Source: an optimization exercise on an open RTL-to-GDS flow (aim: small area, a short achievable clock period and few clock cycles). Production flows keep margins and buffers that such runs may drop. Function was checked by simulation only, so behaviour that the tests miss may differ from the original. Power is estimated from default activity; no workload was simulated.

**run.sh**
```bash
#!/bin/bash
# synth_recipe.tcl (not shown) runs the flow's synth.tcl, then flattens the netlist and writes it again
# the make line also repeats each setting of config.mk as NAME=value (left out here)
make -C /OpenROAD-flow-scripts/flow DESIGN_CONFIG=/design/flow/config.mk WORK_HOME=/design/flow/orfs CLKGATE_MAP_FILE= SYNTH_SCRIPT=/design/flow/synth_recipe.tcl finish
```
**config.mk**
```make
export PLATFORM = sky130hd
export DESIGN_NAME = sha3_512_core
export DESIGN_NICKNAME = sha3_512_core
export VERILOG_FILES = /design/flow/design.v
export SDC_FILE = /design/flow/constraint.sdc
export NUM_CORES = 4
export LEC_CHECK = 0
export CAP_MARGIN = 40
export CORE_MARGIN = 2
export CORE_UTILIZATION = 30
export CTS_CLUSTER_DIAMETER = 100
export CTS_CLUSTER_SIZE = 15
export SETUP_SLACK_MARGIN = 1.8
export SLEW_MARGIN = 20
export SYNTH_HIERARCHICAL = 1
```
**constraint.sdc**
```tcl
create_clock -name core_clock -period 5.0 [get_ports {clk}]
set_input_delay 1.0000 -clock core_clock [delete_from_list [all_inputs] [get_ports {clk}]]
set_output_delay 1.0000 -clock core_clock [all_outputs]
set_load 0.01 [all_outputs]
```
**design.v**
```verilog
module keccak_round (
    input  wire [1599:0] state_in,
    input  wire [4:0]    round,
    input  wire [575:0]  blk,         
    input  wire          absorb,      
    output wire [1599:0] state_out
);
    localparam [149:0] ROT = {
        6'd14, 6'd56, 6'd61, 6'd2,  6'd18,    
        6'd8,  6'd21, 6'd15, 6'd45, 6'd41,    
        6'd39, 6'd25, 6'd43, 6'd10, 6'd3,     
        6'd20, 6'd55, 6'd6,  6'd44, 6'd36,    
        6'd27, 6'd28, 6'd62, 6'd1,  6'd0      
    };
    wire [63:0] a [0:24];    
    wire [63:0] p [0:4];     
    wire [63:0] q [0:4];     
    wire [63:0] r [0:4];     
    wire [63:0] c [0:4];     
    wire [63:0] d [0:4];     
    wire [63:0] e [0:24];    
    wire [63:0] b [0:24];    
    wire [63:0] g [0:24];    
    wire [63:0] f [0:24];    
    reg  [63:0] rc;          
    genvar x, y;
    generate
        for (x = 0; x < 5; x = x + 1) begin : g_col
            for (y = 0; y < 5; y = y + 1) begin : g_in
                assign a[x+5*y] = state_in[64*(x+5*y) +: 64];
            end
            keccak_xor u_p (.a(a[x]),    .b(a[x+5]),  .y(p[x]));
            keccak_xor u_q (.a(a[x+10]), .b(a[x+15]), .y(q[x]));
            keccak_xor u_r (.a(p[x]),    .b(q[x]),    .y(r[x]));
            keccak_xor u_c (.a(r[x]),    .b(a[x+20]), .y(c[x]));
        end
        for (x = 0; x < 5; x = x + 1) begin : g_d
            keccak_xor u_d (.a(c[(x+4)%5]),
                            .b({c[(x+1)%5][62:0], c[(x+1)%5][63]}),
                            .y(d[x]));
        end
        for (x = 0; x < 5; x = x + 1) begin : g_x
            for (y = 0; y < 5; y = y + 1) begin : g_y
                localparam integer R = ROT[6*(x+5*y) +: 6];
                if (y == 1 || y == 3) begin : g_en
                    keccak_xnor u_e (.a(a[x+5*y]), .b(d[x]), .y(e[x+5*y]));
                end else begin : g_ep
                    keccak_xor u_e (.a(a[x+5*y]), .b(d[x]), .y(e[x+5*y]));
                end
                if (R == 0) begin : g_r0
                    assign b[y+5*((2*x+3*y)%5)] = e[x+5*y];
                end else begin : g_r
                    assign b[y+5*((2*x+3*y)%5)] = {e[x+5*y][63-R:0], e[x+5*y][63:64-R]};
                end
            end
        end
        for (x = 0; x < 25; x = x + 1) begin : g_blk
            if (x < 9) begin : g_rate
                keccak_inject u_inj (.a(b[x]), .m(blk[64*x +: 64]), .en(absorb),
                                     .y(g[x]));
            end else begin : g_cap
                assign g[x] = b[x];
            end
        end
        for (x = 0; x < 5; x = x + 1) begin : g_chi_x
            for (y = 0; y < 5; y = y + 1) begin : g_chi_y
                if (x == 0 || x == 2) begin : g_and
                    keccak_chi_and u_chi (.a(g[x+5*y]), .b(b[(x+1)%5+5*y]),
                                          .c(b[(x+2)%5+5*y]), .y(f[x+5*y]));
                end else if (x == 1) begin : g_norn
                    keccak_chi_norn u_chi (.a(g[x+5*y]), .b(b[(x+1)%5+5*y]),
                                           .c(b[(x+2)%5+5*y]), .y(f[x+5*y]));
                end else if (x == 3) begin : g_orn
                    keccak_chi_orn u_chi (.a(g[x+5*y]), .b(b[(x+1)%5+5*y]),
                                          .c(b[(x+2)%5+5*y]), .y(f[x+5*y]));
                end else begin : g_nor
                    keccak_chi_nor u_chi (.a(g[x+5*y]), .b(b[(x+1)%5+5*y]),
                                          .c(b[(x+2)%5+5*y]), .y(f[x+5*y]));
                end
                if (x + 5*y == 0) begin : g_iota
                    wire [6:0] fi, fo;
                    assign fi = {f[0][63], f[0][31], f[0][15], f[0][7],
                                 f[0][3], f[0][1], f[0][0]};
                    keccak_iota u_iota (.a(fi),
                                        .rc({rc[63], rc[31], rc[15], rc[7],
                                             rc[3], rc[1], rc[0]}),
                                        .y(fo));
                    assign state_out[63:0] = {fo[6], f[0][62:32], fo[5],
                                              f[0][30:16], fo[4], f[0][14:8],
                                              fo[3], f[0][6:4], fo[2], f[0][2],
                                              fo[1], fo[0]};
                end else begin : g_out
                    assign state_out[64*(x+5*y) +: 64] = f[x+5*y];
                end
            end
        end
    endgenerate
    always @(*) begin
        case (round)
            5'd0:  rc = 64'h0000000000000001;
            5'd1:  rc = 64'h0000000000008082;
            5'd2:  rc = 64'h800000000000808A;
            5'd3:  rc = 64'h8000000080008000;
            5'd4:  rc = 64'h000000000000808B;
            5'd5:  rc = 64'h0000000080000001;
            5'd6:  rc = 64'h8000000080008081;
            5'd7:  rc = 64'h8000000000008009;
            5'd8:  rc = 64'h000000000000008A;
            5'd9:  rc = 64'h0000000000000088;
            5'd10: rc = 64'h0000000080008009;
            5'd11: rc = 64'h000000008000000A;
            5'd12: rc = 64'h000000008000808B;
            5'd13: rc = 64'h800000000000008B;
            5'd14: rc = 64'h8000000000008089;
            5'd15: rc = 64'h8000000000008003;
            5'd16: rc = 64'h8000000000008002;
            5'd17: rc = 64'h8000000000000080;
            5'd18: rc = 64'h000000000000800A;
            5'd19: rc = 64'h800000008000000A;
            5'd20: rc = 64'h8000000080008081;
            5'd21: rc = 64'h8000000000008080;
            5'd22: rc = 64'h0000000080000001;
            5'd23: rc = 64'h8000000080008008;
            default: rc = 64'h0000000000000000;
        endcase
    end
endmodule
module keccak_inject (
    input  wire [63:0] a,
    input  wire [63:0] m,
    input  wire        en,
    output wire [63:0] y
);
    assign y = a ^ (m & {64{en}});
endmodule
module keccak_iota (
    input  wire [6:0] a,
    input  wire [6:0] rc,
    output wire [6:0] y
);
    assign y = a ^ rc;
endmodule
module keccak_xor (
    input  wire [63:0] a,
    input  wire [63:0] b,
    output wire [63:0] y
);
    assign y = a ^ b;
endmodule
module keccak_chi_and (
    input  wire [63:0] a,
    input  wire [63:0] b,
    input  wire [63:0] c,
    output wire [63:0] y
);
    wire [63:0] t;
    keccak_nand u_t (.a(b), .b(c), .y(t));
    keccak_xnor u_y (.a(a), .b(t), .y(y));
endmodule
module keccak_chi_norn (
    input  wire [63:0] a,
    input  wire [63:0] b,
    input  wire [63:0] c,
    output wire [63:0] y
);
    wire [63:0] t;
    keccak_nor  u_t (.a(b), .b(c), .y(t));
    keccak_xnor u_y (.a(a), .b(t), .y(y));
endmodule
module keccak_chi_orn (
    input  wire [63:0] a,
    input  wire [63:0] b,
    input  wire [63:0] c,
    output wire [63:0] y
);
    wire [63:0] t;
    keccak_orn  u_t (.a(b), .b(c), .y(t));
    keccak_xor  u_y (.a(a), .b(t), .y(y));
endmodule
module keccak_chi_nor (
    input  wire [63:0] a,
    input  wire [63:0] b,
    input  wire [63:0] c,
    output wire [63:0] y
);
    wire [63:0] t;
    keccak_nor  u_t (.a(b), .b(c), .y(t));
    keccak_xor  u_y (.a(a), .b(t), .y(y));
endmodule
module keccak_nand (
    input  wire [63:0] a,
    input  wire [63:0] b,
    output wire [63:0] y
);
    assign y = ~(a & b);
endmodule
module keccak_nor (
    input  wire [63:0] a,
    input  wire [63:0] b,
    output wire [63:0] y
);
    assign y = ~(a | b);
endmodule
module keccak_orn (
    input  wire [63:0] a,
    input  wire [63:0] b,
    output wire [63:0] y
);
    assign y = a | ~b;
endmodule
module keccak_xnor (
    input  wire [63:0] a,
    input  wire [63:0] b,
    output wire [63:0] y
);
    assign y = ~(a ^ b);
endmodule
module sha3_512_core (
    input  wire         clk,
    input  wire         rst,           
    input  wire         in_valid,
    output wire         in_ready,
    input  wire [63:0]  in_data,
    input  wire         in_last,
    input  wire [3:0]   in_nbytes,
    output wire         out_valid,
    input  wire         out_ready,
    output wire [511:0] out_digest
);
    reg  [575:0]  bf;            
    reg  [3:0]    widx;          
    reg           full;          
    reg           bf_final;      
    reg           zfill;         
    reg           pend06;        
    reg           rdy;           
    reg  [1599:0] s;             
    reg           busy;          
    reg  [4:0]    rnd;           
    reg           a23;           
    reg           cur_final;     
    reg           done;          
    wire take    = done && out_ready;
    wire at23    = busy && (rnd == 5'd23);
    wire run     = busy && (!at23 || cur_final || a23);
    wire load    = !busy && full && (take || !done);
    wire consume = a23 || load;
    assign out_valid  = done;
    assign out_digest = s[511:0];
    assign in_ready   = rdy;
    wire accept = in_valid && rdy;
    wire wr     = accept || (zfill && (!full || consume));
    wire [3:0] nb = in_last ? in_nbytes : 4'd8;
    reg  [63:0] wdata;
    reg         keep_j, pad_j;
    integer j;
    always @(*) begin
        for (j = 0; j < 8; j = j + 1) begin
            keep_j = !zfill && (!in_last || (in_nbytes > j));
            pad_j  = zfill ? (j == 0 && pend06) : (in_last && in_nbytes == j);
            wdata[8*j +: 8] = (in_data[8*j +: 8] & {8{keep_j}}) |
                              {5'd0, pad_j, pad_j, 1'b0};
        end
        if (widx == 4'd8 && (zfill || (in_last && in_nbytes != 4'd8)))
            wdata[63] = 1'b1;
    end
    wire blk_end  = wr && (widx == 4'd8);
    wire wr_final = zfill || (in_last && nb != 4'd8);
    always @(posedge clk) begin
        if (wr)
            bf <= {wdata, bf[575:64]};
    end
    wire full_n  = blk_end || (full && !consume);
    wire zfill_n = zfill ? !blk_end : (accept && in_last && !(blk_end && nb != 4'd8));
    wire fin_n   = consume ? bf_final : cur_final;
    wire busy_n  = load || (busy && !(run && at23 && cur_final));
    wire [4:0] rnd_n = load ? 5'd0 :
                       run  ? (at23 ? 5'd0 : rnd + 5'd1) : rnd;
    wire done_n  = (run && at23 && cur_final) || (done && !out_ready);
    wire a23_n   = busy_n && (rnd_n == 5'd23) && !fin_n && full_n;
    always @(posedge clk) begin
        if (rst) begin
            widx      <= 4'd0;
            full      <= 1'b0;
            bf_final  <= 1'b0;
            zfill     <= 1'b0;
            pend06    <= 1'b0;
            rdy       <= 1'b1;
            a23       <= 1'b0;
            busy      <= 1'b0;
            rnd       <= 5'd0;
            cur_final <= 1'b0;
            done      <= 1'b0;
        end else begin
            full  <= full_n;
            zfill <= zfill_n;
            rdy   <= !zfill_n && (!full_n || a23_n);
            if (wr) begin
                if (blk_end) begin
                    widx     <= 4'd0;
                    bf_final <= wr_final;
                end else begin
                    widx <= widx + 4'd1;
                end
                if (zfill)
                    pend06 <= 1'b0;
                else if (in_last)
                    pend06 <= (nb == 4'd8);
            end
            a23       <= a23_n;
            busy      <= busy_n;
            done      <= done_n;
            cur_final <= fin_n;
            rnd       <= rnd_n;
        end
    end
    wire [1599:0] s_round;
    keccak_round u_round (
        .state_in  (s),
        .round     (rnd),
        .blk       (bf),
        .absorb    (a23),
        .state_out (s_round)
    );
    wire sel_round = run && !rst;
    wire sel_keep  = !run && !load && !take && !rst;
    wire sel_load  = load && !rst;
    wire [1599:0] s_next;
    genvar i;
    generate
        for (i = 0; i < 25; i = i + 1) begin : g_lane
            if (i < 9) begin : g_rate
                wire [63:0] other;
                keccak_hold u_other (.r(bf[64*i +: 64]), .run(sel_load),
                                     .s(s[64*i +: 64]), .keep(sel_keep),
                                     .y(other));
                keccak_pick u_pick (.r(s_round[64*i +: 64]), .run(sel_round),
                                    .other(other), .y(s_next[64*i +: 64]));
            end else begin : g_cap
                keccak_hold u_hold (.r(s_round[64*i +: 64]), .run(sel_round),
                                    .s(s[64*i +: 64]), .keep(sel_keep),
                                    .y(s_next[64*i +: 64]));
            end
        end
    endgenerate
    always @(posedge clk)
        s <= s_next;
endmodule
module keccak_pick (
    input  wire [63:0] r,
    input  wire        run,
    input  wire [63:0] other,
    output wire [63:0] y
);
    assign y = (r & {64{run}}) | other;
endmodule
module keccak_hold (
    input  wire [63:0] r,
    input  wire        run,
    input  wire [63:0] s,
    input  wire        keep,
    output wire [63:0] y
);
    assign y = (r & {64{run}}) | (s & {64{keep}});
endmodule
```
==> results of run 1 <==
## state kept, by name (all words and copies together), names as in the netlist, 4 cells and up
signal	count
s	1600
widx	4
bf	576
rnd	5
## modules after synthesis, one instance, submodules excluded, excerpt
module,flip-flops and latches,cells inside,area (sq um),times used
keccak_xor,0,64,561,50
keccak_iota,0,7,61.3,1
keccak_inject,0,135,876,9
keccak_round,0,55,414,1
keccak_nand,0,64,240,10
keccak_xnor,0,64,561,25
keccak_nor,0,64,240,10
keccak_orn,0,64,400,5
keccak_hold,0,78,723,25
keccak_pick,0,71,617,9
sha3_512_core,2194,2908,54700,1
## logic make-up after synthesis
kind of cell	after synthesis	synth area share, %
adder cells (fa/ha/maj)	10	0.0923
XOR/XNOR	5383	34.8
flip-flops	2194	36.7
multiplexers	7	0.0563
buffers and inverters	1013	7.20
AND/OR/NAND/NOR	2310	7.17
AO/OA/AOI/OAI	2257	14.0
## cell usage in the layout (no fill, tap or decap), types with 275 or more instances in the layout
cell type,instances
a22o_1,1500
xnor2_1,1879
clkdlybuf4s50_1,562
edfxtp_1,576
xor2_2,624
a21o_1,544
xnor2_2,275
nand2b_1,327
buf_4,1445
xor2_1,2498
nand2_1,1235
nor2_1,660
dfxtp_1,1406
## through the flow
step / hold slack (ns) / total power, mW / std cells / utilization [%]
6_report: 0.445 / 36.0 / 20849 / 37.7
3_5_place_dp: 0.463 / 20.7 / 20323 / 34.8
5_1_grt: 0.474 / 36.6 / 20758 / 37.6
3_3_place_gp: 0.457 / 20.7 / 20020 / 34.0
4_1_cts: 0.455 / 35.9 / 20695 / 37.1
2_1_floorplan: 0.452 / 20.1 / 13174 / -
## per-layer routing
layer / global-route usage, % / wire, um / vias to the layer above
met4: 32.4 / 94600 / 22
met2: 54.0 / 366000 / 7741
met3: 13.0 / 105000 / 1712
met5: 0 / 152 / -
met1: 50.1 / 371000 / 59216
li1: - / - / 46039
## power by group through the flow
stage	Sequential, mW	Combinational (mW)	Clock, mW
detailed placement	19.9	0.885	0
finish	19.5	0.922	15.6
floorplan	19.6	0.500	0
global placement	19.9	0.863	0
CTS	19.4	0.901	15.6
global route	19.5	0.943	16.1
## worst max path at each step
| stage | from | to | slack, ns | cells past startpoint |
|---|---|---|---|---|
| 2_1_floorplan | out_ready | rdy | 1.80 | 6 |
| 3_3_place_gp | s[406] | s[1019] | 0.87 | 10 |
| 3_5_place_dp | rnd[0] | s[125] | 0.96 | 8 |
| 4_1_cts | s[21] | s[1201] | 1.55 | 9 |
| 5_1_grt | s[765] | s[168] | 1.72 | 9 |
| 6_report | s[765] | s[168] | 1.63 | 9 |
## cell usage after synthesis, drive strengths merged, types with 2 or more instances
| master | count |
|---|---|
| or2 | 2 |
| ha | 10 |
| inv | 10 |
| dfxtp | 1618 |
| nor4 | 2 |
| nand3b | 2 |
| mux2i | 5 |
| nor2b | 2 |
| nor3 | 7 |
| and2 | 49 |
| or4 | 2 |
| nand3 | 6 |
| o21ai | 16 |
| edfxtp | 576 |
| o211ai | 2 |
| a211oi | 3 |
| a21o | 581 |
| nand2 | 1235 |
| or4b | 2 |
| a211o | 5 |
| a21oi | 28 |
| nor2 | 664 |
| clkbuf | 7 |
| xor2 | 3207 |
| o21a | 8 |
| a22oi | 4 |
| buf | 996 |
| and4b | 2 |
| nand2b | 327 |
| nand4 | 2 |
| a31oi | 2 |
| xnor2 | 2176 |
| a22o | 1600 |
| mux2 | 2 |
## cell type report
class / instances / share of cell area, %
Clock inverter: 40 / 0.336
Antenna cell: 93 / 0.138
Multi-Input combinational cell: 9967 / 50.2
Inverter: 10 / 0.0377
Timing Repair Buffer: 2315 / 12.4
Sequential cell: 2194 / 29.5
Clock buffer: 278 / 2.96
Tap cell: 5952 / 4.40
## timing repair
action / CTS / global route
hold buffers: 0 / 0
pin swaps: 30 / 36
setup endpoints to repair: 1797 / 666
cloned: 1 / 1
resized for setup: 767 / 223
buffers inserted: 53 / 54
==> out/qor.csv, run 1 <==
stage,metric,value,unit
layout,Fill cells,44906,
power,P per Cell Area,213,nW/um^2
sta,Setup Viol. Count Final,0,
yosys,Ys Warns,8,
critical_path,CP max stage cell,xor2_1,
sta,fin crit share,67.4,%
clocking,H-tree lvl count,4,
clocking,Bufs on Longest Clock Path,4,
route,number of DRC markers in iteration 0,17612,
die,die height,676,um
yosys,Yosys cell types,59,
critical_path,R2R Path Start,s[765],
yosys,top_reg_cell synth,dfxtp_1,
yosys,Seq cells post-synth,2194,
worst_hold_path,hold endpoint,bf[411],
route,Routed WL per cell,44.9,um
critical_path,Setup crit start kind,flop,
layout,nets,14751,
critical_path,"Top cell by count, worst path",xor2_1,
route,Pre-antenna DRT Iters,8,
yosys,Synth async-reset ratio,0,%
power,switching portion of total power,26.3,%
layout,final instance area,169000,sq um
worst_hold_path,Hold Path Class,flop to flop,
global_route,vias in the first global route,103542,
critical_path,worst-path cell chain,"xor2_1, xor2_1, xor2_1, xor2_1, xor2_1, buf_4, xnor2_1, xnor2_1, a21o_1",
critical_path,CP arrival,4.25,ns
yosys,Post-synth EDFFs,576,
global_route,Total GRT Usage,39.5,%
critical_path,reg2reg setup slack,1.63,ns
placed_design,port buffer count,586,
sta,Pins Over Slew Limit,0,
clocking,Worst-Skew Late Latency,1.02,ns
status,status,"complete, no violations",
worst_hold_path,hold path start,bf[475],
power,Flop pwr share,54.1,%
power,net load switching power,9.47,mW
layout,Layout area overhead,24.9,%
global_route,first-pass GRT wire length,1160000,um
yosys,Synth area leaders,"dfxtp_1, xor2_1, xnor2_1",
critical_path,"Largest stage delay, worst path",0.75,ns
die,Die Wd,676,um
power,Int Power,26.5,mW
critical_path,Critical Path Sink Type,flop,
sta,worst slew pin tran,1.20,ns
clocking,Root Buffer,clkbuf_16,
yosys,cell taking the most area after synthesis,dfxtp_1,
placed_design,Placed Area,156000,sq um
sta,fmax,297,MHz
global_route,global route overflow,0,
sta,RSZ-0062 raised after global routing,yes,
layout,area occupied by multi-input gates,84900,sq um
worst_hold_path,Worst Hold Depth,0,
critical_path,Crit Path Category,flop to flop,
yosys,Syn Nets,13257,
yosys,Synth Cell Area,136000,sq um
sta,final hold viol count,0,
critical_path,"delay-heaviest family, CP",XOR/XNOR gates,
layout,layout cells sized above 1,22.5,%
critical_path,Buffers & Inverters on Critical Path,1,
route,Routed Antenna Nets,0,
sta,Setup Total Neg Slack,0,ns
clocking,clk slew on worst S/H paths,0.09,ns
yosys,share of the synthesized area in the top cell type,23.9,%
global_route,pin count of the biggest net entering global routing,159,
route,drt drc,0,
die,Die ar.,457000,sq um
clocking,clock sinks,2194,
die,# IOs,587,
placed_design,Setup WS pre-CTS,0.961,ns
sta,Slew HR,20.1,%
critical_path,Worst Reg-to-Reg Cells,9,
yosys,cells after synthesis,13174,
run,MaxCap Viol Count,0,
die,cell row count,246,
clocking,Num CTS Buffers,180,
power,Gate power share,2.6,%
yosys,Post-Syn Area per Cell,10.3,sq um
route,Vias/cell,5.50,
power,Clk pwr share,43.3,%
die,Starting Density,30.2,%
route,Vias,114730,
clocking,clock tree from TritonCTS,yes,
placed_design,Final HPWL DP,796000,um
global_route,initial antenna violation count,88,
yosys,"Seq/Total Area, Yosys",36.7,%
critical_path,required time of the critical path,5.88,ns
sta,Final min period,3.37,ns
die,core area,449000,sq um
power,maximum VDD drop,0.251,mV
placed_design,gpl congestion,1.15,
route,final wirelength,937000,um
sta,Final WS setup,1.63,ns
sta,Setup Skew,0.0936,ns
critical_path,worst-path maximum fanout,3,
layout,area occupied by registers,50000,sq um
critical_path,reg2reg end,s[168],
power,Lkg Pwr,79.9,nW
Testbench counts, summed over its fixed seeds: cycles 59,080.
==> run 2, diff against run 1 <==
--- a/config.mk
+++ b/config.mk
@@ -9,6 +9,7 @@
 export CORE_MARGIN = 2
 export CORE_UTILIZATION = 30
+export CTS_BUF_LIST = sky130_fd_sc_hd__clkbuf_8
 export CTS_CLUSTER_DIAMETER = 100
-export CTS_CLUSTER_SIZE = 15
+export CTS_CLUSTER_SIZE = 8
 export SETUP_SLACK_MARGIN = 1.8
 export SLEW_MARGIN = 20
==> run 2 against run 1 <==
Net effect: still clean; sequential share of layout area rose by 0.42 points; maximum frequency fell by 0.67%; combinational power rose by 2.4%; count of clock-buffer cells in the layout rose by 41; critical endpoint is now s[37]; largest cell class unchanged.
==> out/qor.csv, run 2 <==
stage,metric,value,unit,change
status,status,"complete, no violations",,
critical_path,reg2reg end,s[37],,
yosys,"count leader, synth",xor2_1,,
layout,Layout area overhead,24.8,%,about the same
layout,Fill cells,45224,,+0.71%
yosys,Synth async-reset ratio,0,%,unchanged
critical_path,Worst Reg-to-Reg Cells,9,,unchanged
critical_path,"Largest stage delay, worst path",0.64,ns,-0.11 ns
die,# IOs,587,,unchanged
critical_path,Critical Path Sink Type,flop,,
critical_path,worst-path cell chain,"xor2_1, xor2_1, xor2_1, xor2_1, buf_4, xor2_1, nand2_1, xnor2_1, a21o_1",,
power,post-layout power,34.9,mW,-3.1%
worst_hold_path,Worst Hold Depth,0,,unchanged
critical_path,R2R Path Start,s[889],,
global_route,first-pass GRT wire length,1170000,um,+0.77%
critical_path,Setup crit start kind,flop,,
die,Die Wd,676,um,unchanged
placed_design,placed cell count,20323,,unchanged
yosys,Synth area leaders,"dfxtp_1, xor2_1, xnor2_1",,
critical_path,required time of the critical path,6.08,ns,+0.20 ns
sta,Slew HR,20.9,%,+0.80 points
route,Routed WL per cell,44.8,um,-0.31%
yosys,compound-cell area share of the yosys netlist,14.0,%,unchanged
sta,fin crit share,67.9,%,+0.46 points
sta,fmax,295,MHz,-0.67%
layout,"commonest non-fill, non-tap cell in the layout",xor2_1,,
die,Die ar.,457000,sq um,unchanged
clocking,hold buffers post-CTS,0,,unchanged
yosys,Yosys cell types,59,,unchanged
clocking,Root Buffer,clkbuf_8,,
layout,max FFs per register,1600,,unchanged
yosys,Synth Cell Area,136000,sq um,unchanged
clocking,clk slew on worst S/H paths,0.08,ns,about the same
power,P per Cell Area,206,nW/um^2,-3.0%
yosys,cell taking the most area after synthesis,dfxtp_1,,
clocking,Worst-Skew Late Latency,1.23,ns,+0.21 ns
sta,RSZ-0062 raised after global routing,yes,,
yosys,Syn Nets,13257,,unchanged
yosys,Seq cells post-synth,2194,,unchanged
yosys,"Seq/Total Area, Yosys",36.7,%,unchanged
critical_path,CP arrival,4.47,ns,+0.22 ns
critical_path,reg2reg setup slack,1.61,ns,-0.02 ns
sta,Pins Over Slew Limit,0,,unchanged
placed_design,Final HPWL DP,796000,um,unchanged
die,cell row count,246,,unchanged
sta,worst slew pin tran,1.19,ns,-0.0120 ns
critical_path,CP max stage cell,xor2_1,,
die,die height,676,um,unchanged
clocking,Bufs on Longest Clock Path,4,,unchanged
placed_design,port buffer count,586,,unchanged
global_route,vias in the first global route,105262,,+1.7%
worst_hold_path,hold path start,bf[225],,
run,MaxCap Viol Count,0,,unchanged
layout,area occupied by multi-input gates,84600,sq um,-0.47%
route,Vias,115342,,+0.53%
yosys,cells after synthesis,13174,,unchanged
yosys,"top cells by count, synth","xor2_1, xnor2_1, dfxtp_1",,
sta,Setup Skew,0.114,ns,+0.0202 ns
route,Pre-antenna DRT Iters,6,,-2
layout,most frequent cells in the layout,"xor2_1, xnor2_1, a22o_1, buf_4, dfxtp_1",,
route,Routed Antenna Nets,0,,unchanged
global_route,pin count of the biggest net entering global routing,159,,unchanged
die,core area,449000,sq um,unchanged
layout,Final Non-Filler Cells,21036,,+0.90%
sta,Setup Viol. Count Final,0,,unchanged
route,final wirelength,942000,um,+0.59%
clocking,Num CTS Buffers,315,,+75%
die,Starting Density,30.2,%,unchanged
yosys,mux cell area share after synthesis,0.0563,%,unchanged
yosys,Post-Synth Simple-Gate Area,7.17,%,unchanged
critical_path,worst-path maximum fanout,5,,+2
sta,final hold viol count,0,,unchanged
power,Lkg Pwr,82.9,nW,+3.6%
yosys,Post-Synth Adder-Cell Area,0.0923,%,unchanged
layout,nets,14920,,+1.1%
yosys,top_reg_cell synth,dfxtp_1,,
worst_hold_path,Hold Path Class,flop to flop,,
placed_design,gpl congestion,1.15,,unchanged
route,number of DRC markers in iteration 0,17866,,+1.4%
layout,Top Registers,"s x1600, bf x576, rnd x5",,
global_route,Total GRT Usage,39.8,%,+0.28 points
route,drt drc,0,,unchanged
layout,area occupied by registers,50700,sq um,+1.4%
power,maximum VDD drop,0.207,mV,-18%
yosys,Ys Warns,8,,unchanged
critical_path,"Top cell by count, worst path",xor2_1,,
layout,layout cells sized above 1,24.2,%,+1.6 points
yosys,Post-synth EDFFs,576,,unchanged
yosys,largest family of logic cells by synthesized area,XOR/XNOR gates,,
clocking,H-tree lvl count,5,,+1
worst_hold_path,hold endpoint,bf[161],,
yosys,share of the synthesized area in the top cell type,23.9,%,unchanged
yosys,Post-Syn Area per Cell,10.3,sq um,unchanged
global_route,initial antenna violation count,100,,+14%
clocking,clock sinks,2194,,unchanged
global_route,global route overflow,0,,unchanged
sta,Final min period,3.39,ns,+0.0229 ns
clocking,clock tree from TritonCTS,yes,,
critical_path,Crit Path Category,flop to flop,,
sta,Setup Total Neg Slack,0,ns,unchanged
yosys,Post-Synth XOR/XNOR Area,34.8,%,unchanged
route,Vias/cell,5.48,,-0.36%
layout,Top reg by flops,s,,
## run 2: cell counts after synthesis
No cell type changed its count.
## run 2: through the flow
step,util [%],cell area (sq um),setup WS (ns),hold slack (ns)
6_report,37.6,169000,1.61,0.425
3_3_place_gp,34.0,153000,0.870,0.457
4_1_cts,37.2,167000,1.58,0.413
3_5_place_dp,34.8,156000,0.961,0.463
5_1_grt,37.6,169000,1.72,0.447
2_1_floorplan,-,136000,1.80,0.452
## run 2: what timing repair did
action	CTS	global route
endpoints found under the setup margin	2111	962
buffers inserted	91	46
resized for setup	1571	201
gates cloned	2	1
pin swaps	32	31
## run 2: modules after synthesis, one instance, submodules excluded, excerpt
| module | copies in the design | cells inside |
|---|---|---|
| keccak_hold | 25 | 78 |
| keccak_orn | 5 | 64 |
| keccak_iota | 1 | 7 |
| sha3_512_core | 1 | 2908 |
| keccak_pick | 9 | 71 |
| keccak_xor | 50 | 64 |
| keccak_xnor | 25 | 64 |
| keccak_nor | 10 | 64 |
## run 2: worst max-delay path by stage
stage                          from  endpoint  slack, ns
final                        s[889]     s[37]       1.61
after global routing         s[765]    s[168]       1.72
after CTS                   s[1255]    s[125]       1.58
after detailed placement     rnd[0]    s[125]       0.96
after global placement       s[406]   s[1019]       0.87
after floorplan           out_ready       rdy       1.80
## run 2: layout make-up
cell class | instances | share of cell area [%]
Inverter | 10 | 0.0377
Multi-Input combinational cell | 9967 | 50.0
Antenna cell | 59 | 0.0873
Clock inverter | 186 | 0.551
Timing Repair Buffer | 2349 | 12.4
Tap cell | 5952 | 4.40
Clock buffer | 319 | 2.60
Sequential cell | 2194 | 30.0
## run 2: cells by family (layout without fill, tap and decap cells)
logic type                 Yosys count  in the layout
AOI/OAI and AO/OA                 2257           2257
xor gates and xnor gates          5383           5383
adders and majority gates           10             10
buffers and inverters             1013           2864
DFF                               2194           2194
muxes                                7              7
other                                0             59
and+or+nand+nor                   2310           2310
## run 2: critical path: cells and delay by family (launching register included)
family                 cells  cell delay (ns)
buffers and inverters      1             0.26
AND/OR/NAND/NOR            1             0.18
AO/OA/AOI/OAI              1             0.18
flip-flops                 1             0.56
XOR/XNOR                   6             2.05
## run 2: routing by layer
layer  up-vias  global-route usage (%)  share of wire, %
met2      7911                    54.1                39
met5         -                       0             0.035
met4        42                    33.2                10
met3      1791                    13.4                12
met1     59184                    50.3                39
li1      46414                       -                 -
## run 2: power by group
group,total (mW),leakage (nW),switching (mW),internal [mW]
clock,14.6,3.30,8.60,5.96
sequential,19.4,19.0,0.529,18.8
combinational,0.944,60.6,0.729,0.215
total,34.9,82.9,9.86,25.0

-- port drivers added, routing unchanged --
In the flow no input, the clock included, has a driving cell. The finished layouts below were timed again as built, in two steps.
Step 1: set_driving_cell puts a clkbuf_16 on clk and a buf_2 on each other input, an assumption about the parent block.
Step 2, shift: input delay + t, output delay - t, t = (earliest + latest rising clock arrival at the registers) / 2. This alone moves slack from input paths to output paths.
a / b / c = ideal ports / drivers / drivers and shift; a / b = the first two.
run	t, ns	setup slack, ns	worst register clock-pin slew, ns	worst data-port slew with drivers (ns)	pins driven straight from the clock port
run 1	1.101	1.630 / 1.630 / 1.179	0.09 / 0.09	0.09	1
run 2	1.295	1.607 / 1.607 / 1.145	0.09 / 0.09	0.11	1
After both steps every run listed still meets setup and hold. The setup slack of run 2, which loses most, moves by 0.000 ns with the drivers and by -0.462 ns with both steps.
